What follows belongs to an exercise in optimizing a design on an open flow for small area and a short achievable clock period; a production flow would make more cautious choices.
Only simulation tests tie the RTL to the original design; equivalence was not proved.
Power and IR drop assume default switching activity.

==> flow/design.v (excerpt) <==
module bs4_encode (
    input  wire          clk,
    input  wire          rst,
    input  wire          in_valid,
    input  wire [1:0]    mode,
    input  wire [1023:0] x,
    input  wire [511:0]  rnd,
    output reg           out_valid,
    output reg  [7:0]    scale,
    output reg  [127:0]  codes
);
clock: 50.0 ns
lec_check: 0
abc_area: 1
cap_margin: 30
core_area: 2 2 578 578
cts_cluster_diameter: 80
cts_cluster_size: 22
die_area: 0 0 580 580
place_density: 0.6
slew_margin: 20
standard.sh (not shown) runs the stock make flow with config.mk's settings and CLKGATE_MAP_FILE= SYNTH_SCRIPT=/design/flow/synth_recipe.tcl, a recipe that flattens the netlist after the stock synthesis.
==> flow/flow/run.sh <==
#!/bin/bash
# Own layout flow:
#  1. the standard synthesis (standard.sh synth), unchanged;
#  2. the combinational logic of that netlist re-mapped by Yosys/ABC with
#     flow/remap.abc (the flip-flops are kept as they are, by name and cell);
#  3. the standard ORFS layout from that netlist, with the port buffers
#     made of the plain buf_1 cell.
# Each tool writes its full output to a log file in this folder.
set -euo pipefail
# repair_timing aims for this much setup slack (a period of about 10.8 ns)
MARGIN=39.2
R=orfs/results/${FLOW_PLATFORM}/bs4_encode/base
LIB=${FLOW_HOME}/platforms/${FLOW_PLATFORM}/lib/sky130_fd_sc_hd__tt_025C_1v80.lib

bash standard.sh synth > flow_synth.log 2>&1

python3 flow/gencells.py "$LIB" cells_model.v > flow_gencells.log 2>&1
DU=$(grep -A40 "DONT_USE_CELLS" ${FLOW_HOME}/platforms/${FLOW_PLATFORM}/config.mk | grep -o "sky130_fd_sc_hd__[a-z0-9_]*" | sed 's/^/-dont_use /' | tr '\n' ' ')
cp $R/1_2_yosys.v synth_standard.v
cat > remap.ys <<EOS
read_verilog cells_model.v
read_verilog synth_standard.v
hierarchy -top ${FLOW_TOP}
flatten
opt_clean -purge
techmap
opt -fast
abc -liberty $LIB $DU -script flow/remap.abc
opt_clean -purge
hilomap -singleton -hicell sky130_fd_sc_hd__conb_1 HI -locell sky130_fd_sc_hd__conb_1 LO
splitnets
opt_clean -purge
insbuf -buf sky130_fd_sc_hd__buf_4 A X
check
stat -liberty $LIB
write_verilog -noattr -nohex -nodec synth_remapped.v
EOS
yosys -s remap.ys > flow_remap.log 2>&1
cp synth_remapped.v $R/1_2_yosys.v
rm -f $R/1_synth.odb $R/1_synth.sdc

bash standard.sh 'BUFFER_PORTS_ARGS=-buffer_cell sky130_fd_sc_hd__buf_1' "SETUP_SLACK_MARGIN=${MARGIN}" finish > flow_layout.log 2>&1
Other scripts of this flow, unchanged in this note and not shown: flow/flow/gencells.py, flow/flow/remap.abc
The starting point ran to the end with no violations.
Edit:
--- a/flow/flow/run.sh
+++ b/flow/flow/run.sh
@@ -8,6 +8,6 @@
 # Each tool writes its full output to a log file in this folder.
 set -euo pipefail
-# repair_timing aims for this much setup slack (a period of about 10.8 ns)
-MARGIN=39.2
+# repair_timing aims for this much setup slack (a period of about 11.2 ns)
+MARGIN=38.8
 R=orfs/results/${FLOW_PLATFORM}/bs4_encode/base
 LIB=${FLOW_HOME}/platforms/${FLOW_PLATFORM}/lib/sky130_fd_sc_hd__tt_025C_1v80.lib
@@ -40,3 +40,3 @@
 rm -f $R/1_synth.odb $R/1_synth.sdc
 
-bash standard.sh 'BUFFER_PORTS_ARGS=-buffer_cell sky130_fd_sc_hd__buf_1' "SETUP_SLACK_MARGIN=${MARGIN}" finish > flow_layout.log 2>&1
+bash standard.sh 'BUFFER_PORTS_ARGS=-buffer_cell sky130_fd_sc_hd__buf_1' 'PLACE_PINS_ARGS=-min_distance 1 -min_distance_in_tracks' "SETUP_SLACK_MARGIN=${MARGIN}" finish > flow_layout.log 2>&1
CORE_AREA = 2 2 528 528   (was 2 2 578 578)
DIE_AREA = 0 0 530 530   (was 0 0 580 580)
Design area shrinks by 6.1%.
Sequential share of layout area increases by 1.7 points.
Via count falls by 2.1%.
Count of clock-buffer cells in the layout went down by 25.
Synthesized area stays the same.
Wire length shrinks by 16%.
Setup slack degrades by 74 ps.
Sequential power is about the same.
Die area is lower by 16%.
Utilization is higher by 4.4 points.
Synthesized cell count does not change.
Edit:
--- a/flow/flow/run.sh
+++ b/flow/flow/run.sh
@@ -8,6 +8,6 @@
 # Each tool writes its full output to a log file in this folder.
 set -euo pipefail
-# repair_timing aims for this much setup slack (a period of about 11.2 ns)
-MARGIN=38.8
+# repair_timing aims for this much setup slack (a period of about 11.35 ns)
+MARGIN=38.65
 R=orfs/results/${FLOW_PLATFORM}/bs4_encode/base
 LIB=${FLOW_HOME}/platforms/${FLOW_PLATFORM}/lib/sky130_fd_sc_hd__tt_025C_1v80.lib
CORE_AREA = 2 2 498 498   (was 2 2 528 528)
DIE_AREA = 0 0 500 500   (was 0 0 530 530)
The new run completed without violations. Core utilization climbs by 4.0 points. Clock-buffer cell count fell by 10. Die area is lower by 11%. Final cell count decreases by 3.6%. Setup slack got worse by 62 ps. Global-route usage is higher by 4.3 points. Total power shrinks by 1.7%. Critical path depth is higher by 6.
Edit:
--- a/flow/flow/run.sh
+++ b/flow/flow/run.sh
@@ -8,6 +8,6 @@
 # Each tool writes its full output to a log file in this folder.
 set -euo pipefail
-# repair_timing aims for this much setup slack (a period of about 11.35 ns)
-MARGIN=38.65
+# repair_timing aims for this much setup slack (a period of about 11.2 ns)
+MARGIN=38.8
 R=orfs/results/${FLOW_PLATFORM}/bs4_encode/base
 LIB=${FLOW_HOME}/platforms/${FLOW_PLATFORM}/lib/sky130_fd_sc_hd__tt_025C_1v80.lib
@@ -40,3 +40,3 @@
 rm -f $R/1_synth.odb $R/1_synth.sdc
 
-bash standard.sh 'BUFFER_PORTS_ARGS=-buffer_cell sky130_fd_sc_hd__buf_1' 'PLACE_PINS_ARGS=-min_distance 1 -min_distance_in_tracks' "SETUP_SLACK_MARGIN=${MARGIN}" finish > flow_layout.log 2>&1
+bash standard.sh 'BUFFER_PORTS_ARGS=-buffer_cell sky130_fd_sc_hd__buf_1' "SETUP_SLACK_MARGIN=${MARGIN}" finish > flow_layout.log 2>&1
CORE_AREA = 2 2 578 578   (was 2 2 498 498)
DIE_AREA = 0 0 580 580   (was 0 0 500 500)
Result:
- area after synthesis is unchanged
- cell area climbs by 4.4%
- clock skew climbs by 22 ps
- synthesized cell count stays the same
- count of clock-buffer cells in the layout climbs by 42

---

Another version of the RTL of bs4_encode (not shown whole).
Size in the first run: about 1700 I/O pins.
clock: 50.0 ns
lec_check: 0
abc_area: 1
cap_margin: 20
core_margin: 2
core_utilization: 20
cts_cluster_diameter: 80
cts_cluster_size: 22
place_density: 0.6
slew_margin: 20
==> flow/flow/run.sh <==
#!/bin/bash
# Own layout flow:
#  1. the standard synthesis (standard.sh synth), unchanged;
#  2. the combinational logic of that netlist re-mapped by Yosys/ABC with
#     flow/remap.abc (the flip-flops are kept as they are, by name and cell);
#  3. the standard ORFS layout from that netlist, with the port buffers
#     made of the plain buf_1 cell.
# Each tool writes its full output to a log file in this folder.
set -euo pipefail
# repair_timing aims for this much setup slack (a period of about 11.8 ns)
MARGIN=38.2
R=orfs/results/${FLOW_PLATFORM}/bs4_encode/base
LIB=${FLOW_HOME}/platforms/${FLOW_PLATFORM}/lib/sky130_fd_sc_hd__tt_025C_1v80.lib

bash standard.sh synth > flow_synth.log 2>&1

python3 flow/gencells.py "$LIB" cells_model.v > flow_gencells.log 2>&1
DU=$(grep -A40 "DONT_USE_CELLS" ${FLOW_HOME}/platforms/${FLOW_PLATFORM}/config.mk | grep -o "sky130_fd_sc_hd__[a-z0-9_]*" | sed 's/^/-dont_use /' | tr '\n' ' ')
cp $R/1_2_yosys.v synth_standard.v
cat > remap.ys <<EOS
read_verilog cells_model.v
read_verilog synth_standard.v
hierarchy -top ${FLOW_TOP}
flatten
opt_clean -purge
techmap
opt -fast
abc -liberty $LIB $DU -script flow/remap.abc
opt_clean -purge
hilomap -singleton -hicell sky130_fd_sc_hd__conb_1 HI -locell sky130_fd_sc_hd__conb_1 LO
splitnets
opt_clean -purge
insbuf -buf sky130_fd_sc_hd__buf_4 A X
check
stat -liberty $LIB
write_verilog -noattr -nohex -nodec synth_remapped.v
EOS
yosys -s remap.ys > flow_remap.log 2>&1
cp synth_remapped.v $R/1_2_yosys.v
rm -f $R/1_synth.odb $R/1_synth.sdc

bash standard.sh 'BUFFER_PORTS_ARGS=-buffer_cell sky130_fd_sc_hd__buf_1' "SETUP_SLACK_MARGIN=${MARGIN}" finish > flow_layout.log 2>&1
Other scripts of this flow, unchanged in this note and not shown: flow/flow/gencells.py, flow/flow/remap.abc
Next try:
- CTS_CLUSTER_DIAMETER: 80 -> not set
- CTS_CLUSTER_SIZE: 22 -> not set
After rerunning: The new run ran to the end with no violations; hold slack gets worse by 0.0078 ns; core utilization is higher by 0.97 points; total power climbs by 6.7%.

---

== run 1 ==
Another version of the RTL of bs4_encode (not shown whole).
Size: ~1700 I/O pins, about 0.091 sq mm of cells after synthesis.
Settings: LEC_CHECK=0, ABC_AREA=1, CAP_MARGIN=20, CORE_AREA=2 2 578 578, DIE_AREA=0 0 580 580, PLACE_DENSITY=0.6, SLEW_MARGIN=20; clock period 50.0 ns.
==> flow/flow/gencells.py <==
# Generate Verilog models of the sky130hd cells from the liberty: combinational
# cells as assigns, sequential cells as blackboxes.
import re, sys
lib = open(sys.argv[1]).read()
out = []
for m in re.finditer(r'\n\s*cell \("([^"]+)"\)\s*\{', lib):
    name = m.group(1)
    # find cell body by brace matching
    i = m.end(); depth = 1
    while depth:
        c = lib[i]
        if c == '{': depth += 1
        elif c == '}': depth -= 1
        i += 1
    body = lib[m.end():i]
    pins = []
    for pm in re.finditer(r'\n\s*pin \("([^"]+)"\)\s*\{', body):
        j = pm.end(); d = 1
        while d:
            c = body[j]
            if c == '{': d += 1
            elif c == '}': d -= 1
            j += 1
        pb = body[pm.end():j]
        dirm = re.search(r'direction\s*:\s*"?(\w+)', pb)
        fm = re.search(r'\n\s*function\s*:\s*"([^"]*)"', pb)
        pins.append((pm.group(1), dirm.group(1) if dirm else None, fm.group(1) if fm else None))
    seq = re.search(r'\n\s*(ff|latch|statetable)\s*\(', body) is not None
    ins = [p for p in pins if p[1] == 'input']
    outs = [p for p in pins if p[1] == 'output']
    if not outs:
        continue
    ports = ', '.join([f'input {p[0]}' for p in ins] + [f'output {p[0]}' for p in outs])
    if seq or any(p[2] is None for p in outs):
        out.append(f'(* blackbox *)\nmodule {name}({ports});\nendmodule\n')
        continue
    lines = [f'module {name}({ports});']
    for p in outs:
        f = p[2].replace('!', '~').replace('+', '|').replace('*', '&')
        f = re.sub(r"(\w+)'", r'~\1', f)
        lines.append(f'  assign {p[0]} = {f};')
    lines.append('endmodule\n')
    out.append('\n'.join(lines))
open(sys.argv[2], 'w').write('\n'.join(out))
==> flow/flow/remap.abc <==
strash
&get -n
&st
&dch
&nf -D 8000 -R 1000
&put
topo
buffer -c
upsize -c -D 8000
dnsize -c -D 8000
Scripts as last shown in full above: flow/flow/run.sh
Run 1 went all the way through synthesis, placement and routing and the layout is clean on timing, DRC and antenna.
Edits applied to the flow inputs when going from run 1 to run 2:
# run 1
export LEC_CHECK = 0
export ABC_AREA = 1
export CAP_MARGIN = 20
export CORE_AREA = 2 2 578 578
export DIE_AREA = 0 0 580 580
export PLACE_DENSITY = 0.6
export SLEW_MARGIN = 20
create_clock -name core_clock -period 50.0 [get_ports {clk}]
# run 2
export LEC_CHECK = 0
export ABC_AREA = 1
export CAP_MARGIN = 20
export CORE_MARGIN = 2
export CORE_UTILIZATION = 20
export CTS_BUF_LIST = sky130_fd_sc_hd__clkbuf_4 sky130_fd_sc_hd__clkbuf_8
export PLACE_DENSITY = 0.6
export SLEW_MARGIN = 20
create_clock -name core_clock -period 50.0 [get_ports {clk}]
Findings:
Run 2: flow completed, timing, DRC and antenna clean
Layout cell share with drive strength beyond 1 for run 2 is higher than for run 1.
From run 1 to run 2 the numbers moved as follows: final hold slack went down by 0.029 ns, placement row count went up by about 17%, clock-buffer cell count went up by 218, post-detailed-route via-to-cell ratio went down by 7.7%, power share of the sequential group went down by 0.6 points.
Diff run 1 -> run 2 | die area | increase of about 36%
Lower final area goes to run 1 over run 2.
Diff run 1 -> run 2: delay of the slowest cell on the worst path picked up an extra 0.02 ns; data required time of the critical path went up 0.22 ns.
> inputs changed (run 2 -> run 3)
# run 2
export LEC_CHECK = 0
export ABC_AREA = 1
export CAP_MARGIN = 20
export CORE_MARGIN = 2
export CORE_UTILIZATION = 20
export CTS_BUF_LIST = sky130_fd_sc_hd__clkbuf_4 sky130_fd_sc_hd__clkbuf_8
export PLACE_DENSITY = 0.6
export SLEW_MARGIN = 20
create_clock -name core_clock -period 50.0 [get_ports {clk}]
# run 3
export LEC_CHECK = 0
export ABC_AREA = 1
export CAP_MARGIN = 20
export CORE_AREA = 2 2 578 578
export CTS_CLUSTER_DIAMETER = 80
export CTS_CLUSTER_SIZE = 22
export DIE_AREA = 0 0 580 580
export PLACE_DENSITY = 0.6
export SLEW_MARGIN = 20
create_clock -name core_clock -period 50.0 [get_ports {clk}]
diff --git a/flow/flow/run.sh b/flow/flow/run.sh
--- a/flow/flow/run.sh
+++ b/flow/flow/run.sh
@@ -10,2 +10,2 @@
-# repair_timing aims for this much setup slack (a period of about 11.8 ns)
-MARGIN=38.2
+# repair_timing aims for this much setup slack (a period of about 11.5 ns)
+MARGIN=38.5
[summary]
- Changes observed in run 3 relative to run 2: via count normalized by instance count rose 8.7%, core area fell 0.12 sq mm, setup slack fell 0.081 ns.
- In run 3, the share of the clock period used by the worst path after layout came out 0.16 points above the value in run 2.
- Number of antenna cells inserted: run 2 and run 3 compared, lower one is run 3
- Relative to run 2, run 3 degrades register-to-register slack.
- | clock latency on the worst-skew pair | run 3 vs run 2 | 0.25 ns lower |
What run 4 does differently from run 3 at the input level:
# run 3
export LEC_CHECK = 0
export ABC_AREA = 1
export CAP_MARGIN = 20
export CORE_AREA = 2 2 578 578
export CTS_CLUSTER_DIAMETER = 80
export CTS_CLUSTER_SIZE = 22
export DIE_AREA = 0 0 580 580
export PLACE_DENSITY = 0.6
export SLEW_MARGIN = 20
create_clock -name core_clock -period 50.0 [get_ports {clk}]
# run 4
export LEC_CHECK = 0
export ABC_AREA = 1
export CAP_MARGIN = 20
export CORE_AREA = 2 2 438 438
export DIE_AREA = 0 0 440 440
export PLACE_DENSITY = 0.6
export SLEW_MARGIN = 20
create_clock -name core_clock -period 50.0 [get_ports {clk}]
diff --git a/flow/flow/run.sh b/flow/flow/run.sh
--- a/flow/flow/run.sh
+++ b/flow/flow/run.sh
@@ -10,2 +10,2 @@
-# repair_timing aims for this much setup slack (a period of about 11.5 ns)
-MARGIN=38.5
+# repair_timing aims for this much setup slack (a period of about 11.8 ns)
+MARGIN=38.2
@@ -42 +42 @@
-bash standard.sh 'BUFFER_PORTS_ARGS=-buffer_cell sky130_fd_sc_hd__buf_1' "SETUP_SLACK_MARGIN=${MARGIN}" finish > flow_layout.log 2>&1
+bash standard.sh 'BUFFER_PORTS_ARGS=-buffer_cell sky130_fd_sc_hd__buf_1' 'PLACE_PINS_ARGS=-min_distance 1 -min_distance_in_tracks' "SETUP_SLACK_MARGIN=${MARGIN}" finish > flow_layout.log 2>&1
[summary]
Run 4 reached the final stage; the timing, design-rule and antenna checks on its layout passed. Floorplan die width ended up about 24% lower on run 4 than on run 3. [compare] base=run 3 new=run 4: number of antenna violations at the first check in global routing down 154, number of placement rows now smaller, pin count of the biggest net entering global routing up 8, power now smaller, utilization grew by 25 points.
diff inputs: run 4 => run 5
# run 4
export LEC_CHECK = 0
export ABC_AREA = 1
export CAP_MARGIN = 20
export CORE_AREA = 2 2 438 438
export DIE_AREA = 0 0 440 440
export PLACE_DENSITY = 0.6
export SLEW_MARGIN = 20
create_clock -name core_clock -period 50.0 [get_ports {clk}]
# run 5
export LEC_CHECK = 0
export ABC_AREA = 1
export CAP_MARGIN = 20
export CORE_MARGIN = 2
export CORE_UTILIZATION = 20
export PLACE_DENSITY = 0.6
export SLEW_MARGIN = 20
create_clock -name core_clock -period 50.0 [get_ports {clk}]
diff --git a/flow/flow/run.sh b/flow/flow/run.sh
--- a/flow/flow/run.sh
+++ b/flow/flow/run.sh
@@ -42 +42 @@
-bash standard.sh 'BUFFER_PORTS_ARGS=-buffer_cell sky130_fd_sc_hd__buf_1' 'PLACE_PINS_ARGS=-min_distance 1 -min_distance_in_tracks' "SETUP_SLACK_MARGIN=${MARGIN}" finish > flow_layout.log 2>&1
+bash standard.sh 'BUFFER_PORTS_ARGS=-buffer_cell sky130_fd_sc_hd__buf_1' "SETUP_SLACK_MARGIN=${MARGIN}" finish > flow_layout.log 2>&1
## What came out
Summary of the comparison: overall routing resource usage is lower in run 5, relative to run 4. What run 4 reported for number of fillers in the final layout has to be multiplied by 3.0 to get the figure for run 5. Switching share of power ends up higher on run 5. Diff run 4 -> run 5: setup slack at placement rose by 0.42 ns, global-route wire length before repair picked up an extra about 24%. Comparing the two runs side by side, run 5 comes out behind run 4 on worst hold margin. When run 5 is measured against run 4, its total of plain and repair buffers excluding clock buffers turns out 39 lower. Compared with run 4, count of standard-cell rows in run 5 increased by more than half. Instance area after placement sits higher in run 5 than in run 4.

-- separate check: timing with driven ports --
How much do the figures lean on ideal ports? The routed layouts below were timed once more, with nothing changed but the port constraints. Step 1: set_driving_cell puts a clkbuf_16 on clk and a buf_2 on each other input, an assumption about the parent block. Step 2 moves the port delays by t, midway between the first and last clock arrival at a register: inputs arrive t later, outputs are due t later. That takes back most of the time a late clock gives input paths. Slacks: ideal ports / drivers / drivers and shift; pairs: ideal ports / drivers.
run	t, ns	setup WS [ns]	worst setup path after step 2
the first run of note 1	0.982	38.590 / 38.471 / 37.974	input to register
the second run of note 1	1.000	38.516 / 38.406 / 37.670	input to register
the third run of note 1	0.916	38.454 / 38.498 / 37.582	input to register
the fourth run of note 1	0.996	38.564 / 38.450 / 37.698	input to register
the first run of note 2	1.047	36.757 / 36.757 / 36.757	register to register
the second run of note 2	1.065	36.489 / 36.489 / 36.489	register to register
run 1	1.034	37.876 / 37.876 / 37.876	register to register
run 2	1.238	38.247 / 38.192 / 38.247	register to register
run 3	1.000	38.166 / 38.166 / 38.166	register to register
run 4	0.957	37.518 / 37.518 / 37.518	register to register
run 5	1.053	38.191 / 38.132 / 38.191	register to register
After both steps setup and hold are still met in every run listed. The setup slack of the third run of note 1, which loses most, moves by +0.044 ns with the drivers and by -0.872 ns with both steps.
